Context: an optimization exercise on an open-source flow, tuned for small area, a short achievable clock period and few clock cycles per item. The choices shown serve that exercise and are no tape-out recipe. The RTL was checked by simulation tests, not by an equivalence proof against the original design.

## run.sh

```bash
#!/bin/bash
# synth_recipe.tcl (not shown) runs the flow's synth.tcl, then flattens the netlist and writes it again
# the make line also repeats each setting of config.mk as NAME=value (left out here)
make -C /OpenROAD-flow-scripts/flow DESIGN_CONFIG=/design/flow/config.mk WORK_HOME=/design/flow/orfs CLKGATE_MAP_FILE= SYNTH_SCRIPT=/design/flow/synth_recipe.tcl finish
```

## config.mk

```make
export PLATFORM = sky130hd
export DESIGN_NAME = loop_law
export DESIGN_NICKNAME = loop_law
export VERILOG_FILES = /design/flow/design.v
export SDC_FILE = /design/flow/constraint.sdc
export NUM_CORES = 4
export LEC_CHECK = 0
export CAP_MARGIN = 20
export CORE_MARGIN = 2
export CORE_UTILIZATION = 40
export SLEW_MARGIN = 20
```

## constraint.sdc

```tcl
create_clock -name core_clock -period 34.0 [get_ports {clk}]
set_input_delay 6.8000 -clock core_clock [delete_from_list [all_inputs] [get_ports {clk}]]
set_output_delay 6.8000 -clock core_clock [all_outputs]
set_load 0.01 [all_outputs]
```

## design.v

```verilog
module loop_law_round15 #(
    parameter W = 40
) (
    input  signed [W-1:0]  a,
    output signed [W-15:0] q
);
    wire              neg = a[W-1];
    wire signed [W:0] a_ext = {a[W-1], a};
    wire        [W:0] mag = neg ? -a_ext : a_ext;
    wire        [W:0] rnd = (mag + 16384) >> 15;
    assign q = neg ? -$signed(rnd[W-15:0]) : $signed(rnd[W-15:0]);
endmodule
module loop_law_scale (
    input  signed [40:0] acc,    
    input         [3:0]  s,      
    output signed [25:0] q
);
    localparam signed [48:0] ACC_MAX = (49'sd1 <<< 39) - 49'sd1;
    localparam signed [48:0] ACC_MIN = -(49'sd1 <<< 39);
    wire signed [48:0] shifted = $signed({{8{acc[40]}}, acc}) <<< s;
    wire signed [48:0] clamped = (shifted > ACC_MAX) ? ACC_MAX :
                                 (shifted < ACC_MIN) ? ACC_MIN : shifted;
    loop_law_round15 #(.W(40)) u_round (.a(clamped[39:0]), .q(q));
endmodule
module loop_law (
    input                    clk,
    input                    rst,           
    input                    in_valid,
    output                   in_ready,
    input             [3:0]  in_slot,
    input                    in_first,      
    input                    in_ref_ext,    
    input                    in_deriv_on,
    input             [3:0]  in_out_shift,  
    input      signed [15:0] in_r,
    input      signed [15:0] in_y,
    input      signed [15:0] in_u_init,
    input      signed [15:0] in_kp,
    input      signed [15:0] in_ki,
    input      signed [15:0] in_kd,
    input      signed [15:0] in_af,         
    input      signed [15:0] in_ff,
    input      signed [15:0] in_u_min,
    input      signed [15:0] in_u_max,
    input             [14:0] in_i_lim,
    output reg               out_valid,
    output reg        [3:0]  out_slot,
    output reg signed [15:0] out_u,
    output reg signed [15:0] out_e,
    output reg               out_sat        
);
    reg               req_valid;
    reg        [3:0]  req_slot;
    reg               req_first, req_ref_ext, req_deriv_on;
    reg        [3:0]  req_out_shift;
    reg signed [15:0] req_r, req_y, req_u_init;
    reg signed [15:0] req_kp, req_ki, req_kd, req_af, req_ff, req_u_min, req_u_max;
    reg        [14:0] req_i_lim;
    assign in_ready = 1'b1;
    always @(posedge clk) begin
        if (rst)
            req_valid <= 1'b0;
        else
            req_valid <= in_valid;
        if (in_valid) begin
            req_slot      <= in_slot;
            req_first     <= in_first;
            req_ref_ext   <= in_ref_ext;
            req_deriv_on  <= in_deriv_on;
            req_out_shift <= in_out_shift;
            req_r         <= in_r;
            req_y         <= in_y;
            req_u_init    <= in_u_init;
            req_kp        <= in_kp;
            req_ki        <= in_ki;
            req_kd        <= in_kd;
            req_af        <= in_af;
            req_ff        <= in_ff;
            req_u_min     <= in_u_min;
            req_u_max     <= in_u_max;
            req_i_lim     <= in_i_lim;
        end
    end
    reg signed [15:0] st_e_prev [0:15];
    reg signed [15:0] st_d_prev [0:15];
    reg signed [39:0] st_i_prev [0:15];
    wire [3:0] s = (req_out_shift > 4'd8) ? 4'd8 : req_out_shift;
    wire signed [16:0] r_minus_y = req_r - req_y;
    wire signed [15:0] e_diff = (r_minus_y > 17'sd32767)  ? 16'sh7FFF :
                                (r_minus_y < -17'sd32768) ? 16'sh8000 : r_minus_y[15:0];
    wire signed [15:0] e = req_ref_ext ? req_y : e_diff;
    wire signed [39:0] i_lim_acc = $signed({10'd0, req_i_lim, 15'd0});
    wire signed [39:0] u_init_acc = $signed({{9{req_u_init[15]}}, req_u_init, 15'd0}) >>> s;
    wire signed [39:0] ff_acc     = $signed({{9{req_ff[15]}}, req_ff, 15'd0});
    wire signed [39:0] i_init_raw = u_init_acc - ff_acc;
    wire signed [39:0] i_init     = (i_init_raw > i_lim_acc)  ? i_lim_acc :
                                    (i_init_raw < -i_lim_acc) ? -i_lim_acc : i_init_raw;
    wire signed [15:0] e_prev = req_first ? 16'sd0 : st_e_prev[req_slot];
    wire signed [15:0] d_prev = req_first ? 16'sd0 : st_d_prev[req_slot];
    wire signed [39:0] i_prev = req_first ? i_init : st_i_prev[req_slot];
    wire signed [31:0] p_term = req_kp * e;
    wire signed [31:0] d_i    = req_ki * e;
    wire signed [15:0] af_eff  = req_af[15] ? 16'sd0 : req_af;
    wire signed [16:0] e_delta = e - e_prev;
    wire signed [31:0] d_pole  = af_eff * d_prev;
    wire signed [32:0] d_zero  = req_kd * e_delta;
    wire signed [33:0] d_acc   = d_pole + d_zero;
    wire signed [19:0] d_rnd;
    loop_law_round15 #(.W(34)) u_d_round (.a(d_acc), .q(d_rnd));
    wire signed [15:0] d_sat = (d_rnd > 20'sd32767)  ? 16'sh7FFF :
                               (d_rnd < -20'sd32768) ? 16'sh8000 : d_rnd[15:0];
    wire signed [15:0] d_new = req_deriv_on ? d_sat : 16'sd0;
    wire signed [40:0] i_sum = i_prev + d_i;
    wire signed [39:0] i_try = (i_sum > i_lim_acc)  ? i_lim_acc :
                               (i_sum < -i_lim_acc) ? -i_lim_acc : i_sum[39:0];
    wire signed [16:0] d_plus_ff = d_new + req_ff;
    wire signed [40:0] base      = p_term + $signed({d_plus_ff, 15'd0});
    wire signed [40:0] acc_try   = base + i_try;
    wire signed [40:0] acc_hold  = base + i_prev;
    wire signed [25:0] u_try, u_hold;
    loop_law_scale u_scale_try  (.acc(acc_try),  .s(s), .q(u_try));
    loop_law_scale u_scale_hold (.acc(acc_hold), .s(s), .q(u_hold));
    wire windup = ((u_try > req_u_max) && (d_i > 0)) ||
                  ((u_try < req_u_min) && (d_i < 0));
    wire signed [25:0] u_raw = windup ? u_hold : u_try;
    wire signed [39:0] i_new = windup ? i_prev : i_try;
    wire               above = u_raw > req_u_max;
    wire               below = u_raw < req_u_min;
    wire signed [15:0] u     = above ? req_u_max : below ? req_u_min : u_raw[15:0];
    always @(posedge clk) begin
        if (rst)
            out_valid <= 1'b0;
        else
            out_valid <= req_valid;
        if (req_valid) begin
            out_slot <= req_slot;
            out_u    <= u;
            out_e    <= e;
            out_sat  <= above | below;
            st_e_prev[req_slot] <= e;
            st_d_prev[req_slot] <= d_new;
            st_i_prev[req_slot] <= i_new;
        end
    end
endmodule
```

==> summary.txt <==
* Status: complete, no violations
* Clock latency on the worst-skew pair at 860 ps
* Post-synthesis sequential area ratio at 0.346
* Most frequent cell after synthesis: inv_1
* CTS tree: built
* Peak Freq at 30.6 MHz
* Tightest Pin Transition at 1240 ps
* Routability cong. at 0.988
* First-pass DRT Iterations at 9
* WL final at 402,000 um
* Minimum clock period at 32,650 ps
* Worst hold stages at 2
* H-tree Lvls at 4
* TritonCTS Buffers at approximately 160
* Largest net degree at the start of global routing at between 100 and 150
* Layout cell share with drive strength beyond 1 at 0.139
* Clock Sinks at 1,381
* Synth unique cells at between 100 and 150
* Worst hold endpoint: out_u[14]
* DRC violations left at 0
* Via Count at 89,600
* CP max stage delay at 560 ps
* Final Setup Violations at 0
* Die Y at 551 um
* Synth Cell Area at 120,000 um^2
* Flop2flop setup slack at 1350 ps
* Worst Min Path Start: req_u_max[14]
* Number of global-route vias before repair at 91,600
* Clock Skews at around 68 ps
* Syn Inst Count at roughly 11,000
* Die width at approximately 550 um
* Final max-slew violation count at 0
* Core ar. at 298,000 um^2
* Synth top area share at 0.345
* CP Data Arrival Time at 33,190 ps
* Most used DFF post-synth: edfxtp_1
* Die area at 304,000 um^2
* Syn Area/Cell at 11.0 um^2
* First-pass GRT wire length at about 600,000 um
* WL/cell at 26.1 um
* Worst Setup Start Kind: register
* Hold Path Class: register to register
* Crit share post-route at 0.960
* Setup crit start: req_y[0]
* Post-route ant nets at 0
* Critical path's slowest cell: or4_4
* Hold slack at between 500 and 600 ps
* R2r worst-path depth at 168
* Total gr overflow at 0
* Starting Density at 0.403
* Yosys top cell by area: edfxtp_1
* Crit path kind: register to register
* Port Buffers at between 200 and 250
* Number of synthesized flops with an enable pin at ~1,400
* Synth-to-layout area growth at 13.5%
* Seq cells post-synth at roughly 1,400
* Post-Route Utilization at 0.457
* Vias/cell at between 5 and 6
* Layout fillers at 27,100
* Reg-to-reg endpoint: out_u[6]
* Dpl hpwl at between 300,000 and 400,000 um
* GRT Total Usage at 0.263
* Area contributors post-synth: edfxtp_1 (34%), fa_1 (18%), ha_1 (7.7%)
* CTS clock-pin slew for the worst setup and hold paths at 60 ps
* Worst rel slew slack at 0.164
* # hold bufs at CTS at 0
* Max-cap violations at 0
* Clk root buf: clkbuf_16
* CTS max path bufs at 4
* Drt initial violations at 9,371
* WP data required at between 30,000 and 40,000 ps
* Fraction of registers with async set/reset at 0
* Worst Setup End Kind: register
* Initial antenna violation count at 24
* Row cnt at 200
* Post-synth top cells: inv_1 (1,444), edfxtp_1 (1,375), fa_1 (1,074), nand2_1 (1,038), ha_1 (736)
* CP Max Fanout at 25
* Fin. Hold Viols at 0
* Worst flop-to-flop path startpoint: req_y[0]
* Number of top-level pins at between 200 and 250
* Syn Nets at 12,900
* Synthesis Warnings at 1
* Layout Nets at between 10,000 and 15,000
layout by cell type (no fill, tap or decap), types with 26 or more instances in the layout:
| master | n |
|---|---|
| a22oi_1 | 29 |
| edfxtp_1 | 1375 |
| o21a_1 | 78 |
| a21oi_1 | 391 |
| o31ai_1 | 41 |
| clkinv_1 | 32 |
| clkdlybuf4s50_1 | 225 |
| o21bai_1 | 37 |
| or2_2 | 59 |
| nor4_1 | 41 |
| mux2i_1 | 107 |
| xnor2_1 | 251 |
| a211oi_1 | 75 |
| o21ai_0 | 320 |
| mux4_2 | 350 |
| clkbuf_16 | 159 |
| mux2_2 | 61 |
| nor3_1 | 167 |
| o21ai_1 | 39 |
| nand2b_1 | 117 |
| fa_1 | 1068 |
| or3_1 | 65 |
| ha_1 | 723 |
| a21o_1 | 117 |
| and2_1 | 353 |
| nor2_1 | 493 |
| inv_1 | 1440 |
| a21boi_0 | 33 |
| nand3_1 | 153 |
| nor2b_1 | 143 |
| a211o_1 | 26 |
| and3_1 | 100 |
| o211ai_1 | 69 |
| a31oi_1 | 64 |
| buf_4 | 570 |
| o22ai_1 | 42 |
| xor2_1 | 105 |
| nand2_1 | 1036 |
| nand4_1 | 99 |
per-stage QoR:
stage | area [um^2] | worst slack, ps | TNS, ps | instances
5_1_grt | 136000 | -318 | -4520 | 15400
6_report | 136000 | 1350 | 0 | 15400
3_3_place_gp | 130000 | 400 | 0 | 15100
2_1_floorplan | 120000 | 80.3 | 0 | 10900
4_1_cts | 135000 | 63.5 | 0 | 15400
3_5_place_dp | 130000 | -69.7 | -78.9 | 15100
how the worst max path moves through the flow:
stage / cells past startpoint / end / slack, ps
3_5_place_dp: 163 / out_u[0] / -70
5_1_grt: 168 / out_u[0] / -320
4_1_cts: 162 / out_u[0] / 60
2_1_floorplan: 161 / out_u[0] / 80
3_3_place_gp: 162 / out_u[0] / 400
6_report: 168 / out_u[6] / 1350
critical path: cells and delay by family, from the launching register on:
family | cells | cell delay, ps
flip-flops | 1 | 390
XOR/XNOR | 10 | 1780
AND/OR/NAND/NOR | 42 | 6270
AO/OA/AOI/OAI | 61 | 10190
buffers and inverters | 29 | 3730
adder cells (fa/ha/maj) | 26 | 9920
routing by layer:
layer,vias to the layer above,part of all wire,track usage,wire [um]
li1,39100,-,-,-
met1,46100,0.42,0.363,170000
met2,3700,0.46,0.418,183000
met3,664,0.082,0.0471,32900
met4,4,0.040,0.0927,16200
met5,-,0.000057,0,23
registers in the layout, indices dropped and copies added (netlist names), 15 cells and up, named ones only:
signal      cells
st_i_prev     640
st_d_prev     256
st_e_prev     256
out_e          16
out_u          16
req_af         16
req_ff         16
req_kd         16
req_ki         16
req_kp         16
req_r          16
req_u_init     16
req_u_max      16
req_u_min      16
req_y          16
req_i_lim      15
final cells by class:
| type | instances | area [um^2] | share of cell area |
|---|---|---|---|
| Multi-Input combinational cell | 7544 | 72200 | 0.531 |
| Inverter | 1446 | 5430 | 0.0399 |
| Clock buffer | 175 | 4000 | 0.0294 |
| Tap cell | 3939 | 4930 | 0.0362 |
| Clock inverter | 109 | 1060 | 0.00778 |
| Sequential cell | 1381 | 41400 | 0.305 |
| Timing Repair Buffer | 822 | 6950 | 0.0511 |
| Antenna cell | 10 | 25.0 | 0.000184 |
kinds of logic after synthesis:
logic type	synth area share
flip-flops	0.346
AND/OR/NAND/NOR	0.125
other	0.0000313
buffers and inverters	0.0627
multiplexers	0.0809
adder cells (fa/ha/maj)	0.257
AO/OA/AOI/OAI	0.101
XOR/XNOR	0.0277
what timing repair did:
action                                  CTS  global route
setup buffers                             0            36
pin swaps                                 0            70
gates cloned                              0             3
endpoints found under the setup margin   17           657
resized for setup                         2           189
Testbench counts, summed over its fixed seeds: cycles 80,008, items 80,000.

==> afterwards: timing with drivers on the ports <==
Ports are ideal in the flow. The routed layout listed here was re-timed in OpenROAD.
Step 1: set_driving_cell puts a clkbuf_16 on clk and a buf_2 on each other input, an assumption about the parent block.
Step 2 times the ports against the registers' clock, not the clock port: input delays grow and output delays shrink by t, the midpoint of the rising clock arrivals with the driver on.
Slacks: ideal ports / drivers / drivers and shift; pairs: ideal ports / drivers.
shift t [ns]: 0.930
setup slack, ns: 1.354 / 1.354 / 1.354
latest minus earliest clock arrival (ns): 0.069 / 0.068
After both steps this run still meets setup and hold. For this run, drivers alone change the setup slack by 0.000 ns; drivers and shift together by 0.000 ns.
